Background: an optimization exercise with open tools, aiming at small area, a short achievable clock period and few clock cycles. Do not read the settings as production practice.
Only simulation tests tie the RTL to the original design; equivalence was not proved.
No activity file was given, so power comes from the tool's default toggle rates.

// lay_dpu
module lay_dpu (
    input  wire        clk,
    input  wire        rst,           
    input  wire        cmd_valid,
    output wire        cmd_ready,
    input  wire [5:0]  cmd_op,
    input  wire [1:0]  cmd_acc,       
    input  wire [1:0]  cmd_lanes,     
    input  wire [1:0]  cmd_part,      
    input  wire [2:0]  cmd_t,         
    input  wire        cmd_sat,
    input  wire        cmd_rnd,       
    input  wire        cmd_int,       
    input  wire        cmd_trk,       
    input  wire [23:0] cmd_a,
    input  wire [23:0] cmd_b,
    input  wire [23:0] cmd_c,
    input  wire [23:0] cmd_d,
    input  wire [23:0] cmd_e,
    output reg         rsp_valid,
    output reg  [23:0] rsp_data,
    output reg         rsp_annul,
    output reg  [5:0]  rsp_flags,
    output reg  [4:0]  rsp_bx
);
For scale: ~8400 cells after synthesis, roughly 690 flip-flops, ~180 I/O pins.
export LEC_CHECK = 0
export ABC_AREA = 1
export CAP_MARGIN = 20
export CORE_MARGIN = 2
export CORE_UTILIZATION = 30
export CTS_CLUSTER_DIAMETER = 120
export CTS_CLUSTER_SIZE = 22
export PLACE_DENSITY = 0.5
export SLEW_MARGIN = 20
create_clock -name core_clock -period 20.0 [get_ports {clk}]
standard.sh (not shown) runs the stock make flow with config.mk's settings and CLKGATE_MAP_FILE= SYNTH_SCRIPT=/design/flow/synth_recipe.tcl, a recipe that flattens the netlist after the stock synthesis.
==> flow/flow/run.sh <==
#!/bin/bash
# Layout flow: the standard flow (standard.sh), with ORFS's timing
# repair asked to leave a setup margin (so that it sizes and buffers the
# paths that set the achieved period) and the ports buffered with buf_4.
export SETUP_SLACK_MARGIN=14.95
export BUFFER_PORTS_ARGS="-buffer_cell sky130_fd_sc_hd__buf_4"
bash standard.sh > standard.log 2>&1
Testbench counts at the start, summed over its fixed seeds: cycles 11,472.
==> next run, changes <==
==> flow/flow/run.sh (replaced) <==
#!/bin/bash
# Layout flow: the standard flow (standard.sh), with ORFS's timing
# repair asked to leave a setup margin (so that it sizes and buffers the
# paths that set the achieved period) and the ports buffered with buf_4.
export SETUP_SLACK_MARGIN=14.85
export BUFFER_PORTS_ARGS="-buffer_cell sky130_fd_sc_hd__buf_4"
bash standard.sh > standard.log 2>&1
Result:
- global-route usage came out lower by 0.23 points
- first-iteration DRC count came out higher by about a fifth
- via count barely changes
- non-clock buffer count went down by 3
- maximum frequency goes up slightly
- setup slack is better by 33 ps
- worst hold slack stays flat
- routed wire length fell slightly
- cell count is about the same
==> next run, changes <==
==> flow/flow/run.sh (replaced) <==
#!/bin/bash
# Layout flow: the standard flow (standard.sh), with ORFS's timing
# repair asked to leave a setup margin (so that it sizes and buffers the
# paths that set the achieved period) and the ports buffered with buf_4.
export SETUP_SLACK_MARGIN=14.8
export BUFFER_PORTS_ARGS="-buffer_cell sky130_fd_sc_hd__buf_4"
bash standard.sh > standard.log 2>&1
Hold slack barely changes.
Global-route usage shrinks by 0.12 points.
Utilization shrinks by 0.23 points.
Final area shrinks by 0.65%.

---

Setup of xenon:
lay_dpu again, from the RTL that the note above started with.
clock: 20.0 ns
lec_check: 0
abc_area: 1
cap_margin: 20
core_margin: 2
core_utilization: 30
cts_cluster_diameter: 120
cts_cluster_size: 22
place_density: 0.5
slew_margin: 20
==> flow/flow/run.sh <==
#!/bin/bash
# Layout flow: the standard flow (standard.sh), with ORFS's timing
# repair asked to leave a setup margin (so that it sizes and buffers the
# paths that set the achieved period) and the ports buffered with buf_4.
export SETUP_SLACK_MARGIN=14.7
export BUFFER_PORTS_ARGS="-buffer_cell sky130_fd_sc_hd__buf_4"
bash standard.sh > standard.log 2>&1
xenon: all stages complete, timing, DRC and antenna checks passed
Testbench counts of xenon, summed over its fixed seeds: cycles 11,472.
Here is what was changed in the inputs of lagoon compared with xenon.
Settings: CTS_CLUSTER_SIZE changed from 22 to 24; CTS_CLUSTER_DIAMETER changed from 120 to 110.
==> flow/flow/run.sh <==
#!/bin/bash
# Layout flow: the standard flow (standard.sh), with ORFS's timing
# repair asked to leave a setup margin (so that it sizes and buffers the
# paths that set the achieved period) and the ports buffered with buf_4.
export SETUP_SLACK_MARGIN=14.8
export BUFFER_PORTS_ARGS="-buffer_cell sky130_fd_sc_hd__buf_4"
bash standard.sh > standard.log 2>&1
==> comparison <==
From lagoon to xenon, number of buffers added on ports did not move at all.
Run comparison: xenon critical-path cell with the highest stage delay sky130_fd_sc_hd__o21ai_0; lagoon critical-path cell with the highest stage delay sky130_fd_sc_hd__nor2_1
Changes observed in lagoon relative to xenon: async set-reset flop share out of synthesis closely matched the old numbers, slew at the pin closest to its max-slew limit decreased by 0.056 ns relative to the old numbers, sequential power closely matched the old numbers, total wirelength of the detailed-routed design closely matched the old numbers, share of the synthesized netlist area taken by xor and xnor gates closely matched the old numbers.
Looking at worst slack on hold paths across both flows, lagoon is the stronger of the two, with xenon trailing.
Global-route usage across xenon and lagoon: no real change.
The inputs of ember differ from those of lagoon as listed below.
Settings: an added TNS_END_PERCENT of 5; a change of CTS_CLUSTER_DIAMETER from 110 to 120; a change of CTS_CLUSTER_SIZE from 24 to 22.
==> flow/flow/run.sh <==
#!/bin/bash
# Layout flow: the standard flow (standard.sh), with ORFS's timing
# repair asked to leave a setup margin (so that it sizes and buffers the
# paths that set the achieved period) and the ports buffered with buf_4.
export SETUP_SLACK_MARGIN=14.9
export BUFFER_PORTS_ARGS="-buffer_cell sky130_fd_sc_hd__buf_4"
bash standard.sh > standard.log 2>&1
Findings:
In terms of share of the clock period used by the worst path, ember and lagoon differ only marginally. ember vs lagoon — layout buffer count excluding clock buffers dropped 6. Clock network fraction of total power: ember vs lagoon, no meaningful difference. On number of cells in the finished layout apart from fillers, ember tracks lagoon almost exactly. ember against lagoon: part of the total power dissipated in combinational logic lower; sequential fraction of total cell area roughly the same. Between lagoon and ember, the fmax figures differ only marginally. Final critical path time including I/O delays and setup: ember worse than lagoon. ~same instance area at placement in lagoon and ember.
Input-level comparison between raven and ember:
Settings: CORE_UTILIZATION now 28, was 30; TNS_END_PERCENT no longer set, was 5.
==> flow/flow/run.sh <==
#!/bin/bash
# Layout flow: the standard flow (standard.sh), with ORFS's timing
# repair asked to leave a setup margin (so that it sizes and buffers the
# paths that set the achieved period) and the ports buffered with buf_4.
export SETUP_SLACK_MARGIN=14.95
export BUFFER_PORTS_ARGS="-buffer_cell sky130_fd_sc_hd__buf_4"
bash standard.sh > standard.log 2>&1
Compared with ember, non-clock buffer count in raven increased by more than 10%.
raven vs ember: global-route wire length before repair down in raven
Higher wire length on met2 goes to ember over raven.
~same final clock period utilization by the worst path in ember and raven
raven: via density per instance 0.66% below ember
raven vs ember — via count of the first global-routing pass climbed slightly
raven vs ember: logic depth of the worst register-to-register path up in raven
Run comparison: ember worst-path cell with the longest stage delay sky130_fd_sc_hd__nor2_1; raven worst-path cell with the longest stage delay sky130_fd_sc_hd__edfxtp_1
ember has lower total die area than raven.
Max overall power across ember and raven: raven
raven against ember; internal cell power is up by a few percent.

==> separate check: timing with driven ports <==
The flow's constraints put no driver on any port. The routed layouts listed below were extracted and timed again, unchanged, in two steps. Step 1 assumes that a clkbuf_16 drives the clock port and a buf_2 every other input. Step 2, shift: input delay + t, output delay - t, t = (earliest + latest rising clock arrival at the registers) / 2. This alone moves slack from input paths to output paths. a / b / c = ideal / step 1 / step 2; a / b = the first two.
| run | t (ns) | setup WS [ns] | cell pins on the clock port's net |
|---|---|---|---|
| the first run of note 1 | 0.758 | 14.758 / 14.674 / 14.622 | 1 |
| the second run of note 1 | 0.739 | 14.790 / 14.708 / 14.432 | 1 |
| the third run of note 1 | 0.736 | 14.725 / 14.715 / 14.406 | 1 |
| xenon | 0.742 | 14.694 / 14.694 / 14.427 | 1 |
| lagoon | 0.744 | 14.756 / 14.683 / 14.427 | 1 |
| ember | 0.752 | 14.744 / 14.690 / 14.545 | 1 |
| raven | 0.758 | 14.771 / 14.683 / 14.625 | 1 |
After both steps every run listed still meets setup and hold. For the second run of note 1, which loses most, drivers alone change the setup slack by -0.082 ns; drivers and shift together by -0.358 ns.
